What follows belongs to an exercise in optimizing a design on an open flow for small area, a short achievable clock period and few clock cycles per item; a production flow would make more cautious choices.
Only simulation tests tie the RTL to the original design; equivalence was not proved.

==> module filt_fma, before the edit <==
module filt_fma (
    input  wire        clk,
    input  wire        as,
    input  wire [7:0]  ae,
    input  wire [35:0] ad,
    input  wire [31:0] b,
    input  wire [31:0] c,
    output reg  [31:0] r
);
    wire        pz1  = (ae == 8'd0) | (b[30:23] == 8'd0);
    wire [47:0] prod1;
    filt_mul24 mul (.mf(b[22:0]), .d(ad), .p(prod1));
    wire [9:0]  pe1  = {2'b0, ae} + {2'b0, b[30:23]} - 10'd127;
    reg  [51:0] q_pf;
    reg  [9:0]  q_pe;
    reg         q_sp, q_pz;
    always @(posedge clk) begin
        q_pf   <= prod1[47] ? {2'b00, prod1, 2'b00} : {1'b0, prod1, 3'b000};
        q_pe   <= prod1[47] ? pe1 + 10'd1 : pe1;
        q_sp   <= as ^ b[31];
        q_pz   <= pz1;
    end
    wire        sc  = c[31];
    wire        cz  = (c[30:23] == 8'd0);
    wire [9:0]  ce  = {2'b0, c[30:23]};
    wire [9:0]  dpc = q_pe - ce;
    wire [9:0]  dcp = ce - q_pe;
    wire [51:0] cfield = {2'b00, 1'b1, c[22:0], 26'd0};
    wire        deq  = (dpc == 10'd0);
    wire        pge  = (q_pf >= cfield);
    wire        pbig = ~q_pz & (cz | (~dpc[9] & ~deq) | (deq & pge));
    wire [51:0] big   = pbig ? q_pf : ((q_pz & cz) ? 52'd0 : cfield);
    wire [51:0] smll = (q_pz | cz) ? 52'd0 : (pbig ? cfield : q_pf);
    wire        sbig  = pbig ? q_sp : sc;
    wire        ssml  = pbig ? sc : q_sp;
    wire [9:0]  ebig  = pbig ? q_pe : ce;
    wire [9:0]  diff  = pbig ? dpc : dcp;
    wire [5:0]  sh    = (diff[9:6] != 4'd0) ? 6'd63 : diff[5:0];
    wire [51:0] al     = smll >> sh;
    wire [51:0] lomask = ~({52{1'b1}} << sh);
    wire        sticky = |(smll & lomask);
    wire [51:0] als    = {al[51:1], al[0] | sticky};
    wire        sub    = sbig ^ ssml;
    wire [50:0] sum2;
    filt_add51 add (.a(big[50:0]), .b(als[50:0] ^ {51{sub}}), .ci(sub), .s(sum2));
    reg  [50:0] q_sum;
    reg         q_sbig, q_zs;
    reg  [9:0]  q_eb;
    always @(posedge clk) begin
        q_sum  <= sum2;
        q_sbig <= sbig;
        q_eb   <= ebig;
        q_zs   <= q_pz & cz & q_sp & sc;
    end
    wire [52:0] mag  = {2'b00, q_sum};
    wire        sres = q_sbig;
    reg  [5:0]  lz;
    integer     i;
    always @* begin
        lz = 6'd53;
        for (i = 0; i <= 52; i = i + 1)
            if (mag[i]) lz = 6'd52 - i[5:0];
    end
    wire [52:0]        norm   = mag << lz;
    wire [52:0]        nmask = {53{1'b1}} >> ({1'b0, lz} + 7'd25);
    wire signed [11:0] er     = $signed({{2{q_eb[9]}}, q_eb}) + 12'sd3 - $signed({6'd0, lz});
    wire [23:0]        mant   = norm[52:29];
    wire               rnd    = norm[28];
    wire               stk    = |(mag & nmask);
    wire               rup    = rnd & (stk | mant[0]);
    wire [24:0]        mant_r = {1'b0, mant} + {24'd0, rup};
    wire signed [11:0] ef     = mant_r[24] ? (er + 12'sd1) : er;
    always @* begin
        if (mag == 53'd0)
            r = {q_zs, 31'd0};
        else if (er < 12'sd0)
            r = {sres, 31'd0};
        else if (er == 12'sd0)
            r = (mant == 24'hFFFFFF) ? {sres, 8'd1, 23'd0} : {sres, 31'd0};
        else if (ef >= 12'sd255)
            r = {sres, 8'hFE, 23'h7FFFFF};
        else
            r = {sres, ef[7:0], mant_r[24] ? 23'd0 : mant_r[22:0]};
    end
endmodule
export LEC_CHECK = 0
export CAP_MARGIN = 20
export CORE_MARGIN = 2
export CORE_UTILIZATION = 45
export SLEW_MARGIN = 20
export SYNTH_HIERARCHICAL = 1
create_clock -name core_clock -period 40.0 [get_ports {clk}]
run.sh (not shown) runs the stock make flow with config.mk's settings and CLKGATE_MAP_FILE= SYNTH_SCRIPT=/design/flow/synth_recipe.tcl, a recipe that flattens the netlist after the stock synthesis.
The starting point went through all stages and came out clean.
Testbench counts at the start, summed over its fixed seeds: cycles 12,421, items 2,048.
Rerun with:
--- a/flow/design.v
+++ b/flow/design.v
@@ -10,15 +10,18 @@
     wire        pz1  = (ae == 8'd0) | (b[30:23] == 8'd0);
     wire [47:0] prod1;
     filt_mul24 mul (.mf(b[22:0]), .d(ad), .p(prod1));
     wire [9:0]  pe1  = {2'b0, ae} + {2'b0, b[30:23]} - 10'd127;
     reg  [51:0] q_pf;
-    reg  [9:0]  q_pe;
-    reg         q_sp, q_pz;
+    reg  [9:0]  q_pe0, q_pe1;
+    reg         q_p47, q_sp, q_pz;
+    wire [9:0]  q_pe = q_p47 ? q_pe1 : q_pe0;
     always @(posedge clk) begin
         q_pf   <= prod1[47] ? {2'b00, prod1, 2'b00} : {1'b0, prod1, 3'b000};
-        q_pe   <= prod1[47] ? pe1 + 10'd1 : pe1;
+        q_p47  <= prod1[47];
+        q_pe0  <= pe1;
+        q_pe1  <= pe1 + 10'd1;
         q_sp   <= as ^ b[31];
         q_pz   <= pz1;
     end
     wire        sc  = c[31];
     wire        cz  = (c[30:23] == 8'd0);
After rerunning:
- The new run completed with no timing, DRC or antenna violations
- final area is lower slightly
- worst setup slack gets worse by 0.41 ns
- maximum frequency fell by a few percent
- wire length falls by a few percent
- count of clock-buffer cells in the layout came out higher by 7
- die area went down slightly
- first-iteration DRC count came out lower by a little under a tenth
- synthesized cell count drops by a few percent
- non-clock buffer count came out lower by 33
Testbench counts after the change, summed over its fixed seeds: cycles 12,421, items 2,048.

## what the ideal ports hide
The flow's constraints put no driver on any port. The routed layouts listed below were extracted and timed again, unchanged, in two steps. Step 1, drivers: a clkbuf_16 drives clk and a buf_2 each remaining input, both assumed. Step 2 times the ports against the registers' clock, not the clock port: input delays grow and output delays shrink by t, the midpoint of the rising clock arrivals with the driver on. a / b / c = no drivers / after step 1 / after step 2; a / b = the first two.
run | t, ns | slack for setup (ns) | latest minus earliest clock arrival (ns) | pins driven straight from the clock port
the first run | 1.079 | 30.016 / 29.896 / 30.646 | 0.118 / 0.117 | 1
the second run | 1.064 | 29.602 / 29.602 / 29.602 | 0.146 / 0.146 | 1
After both steps setup and hold are still met in every run listed.
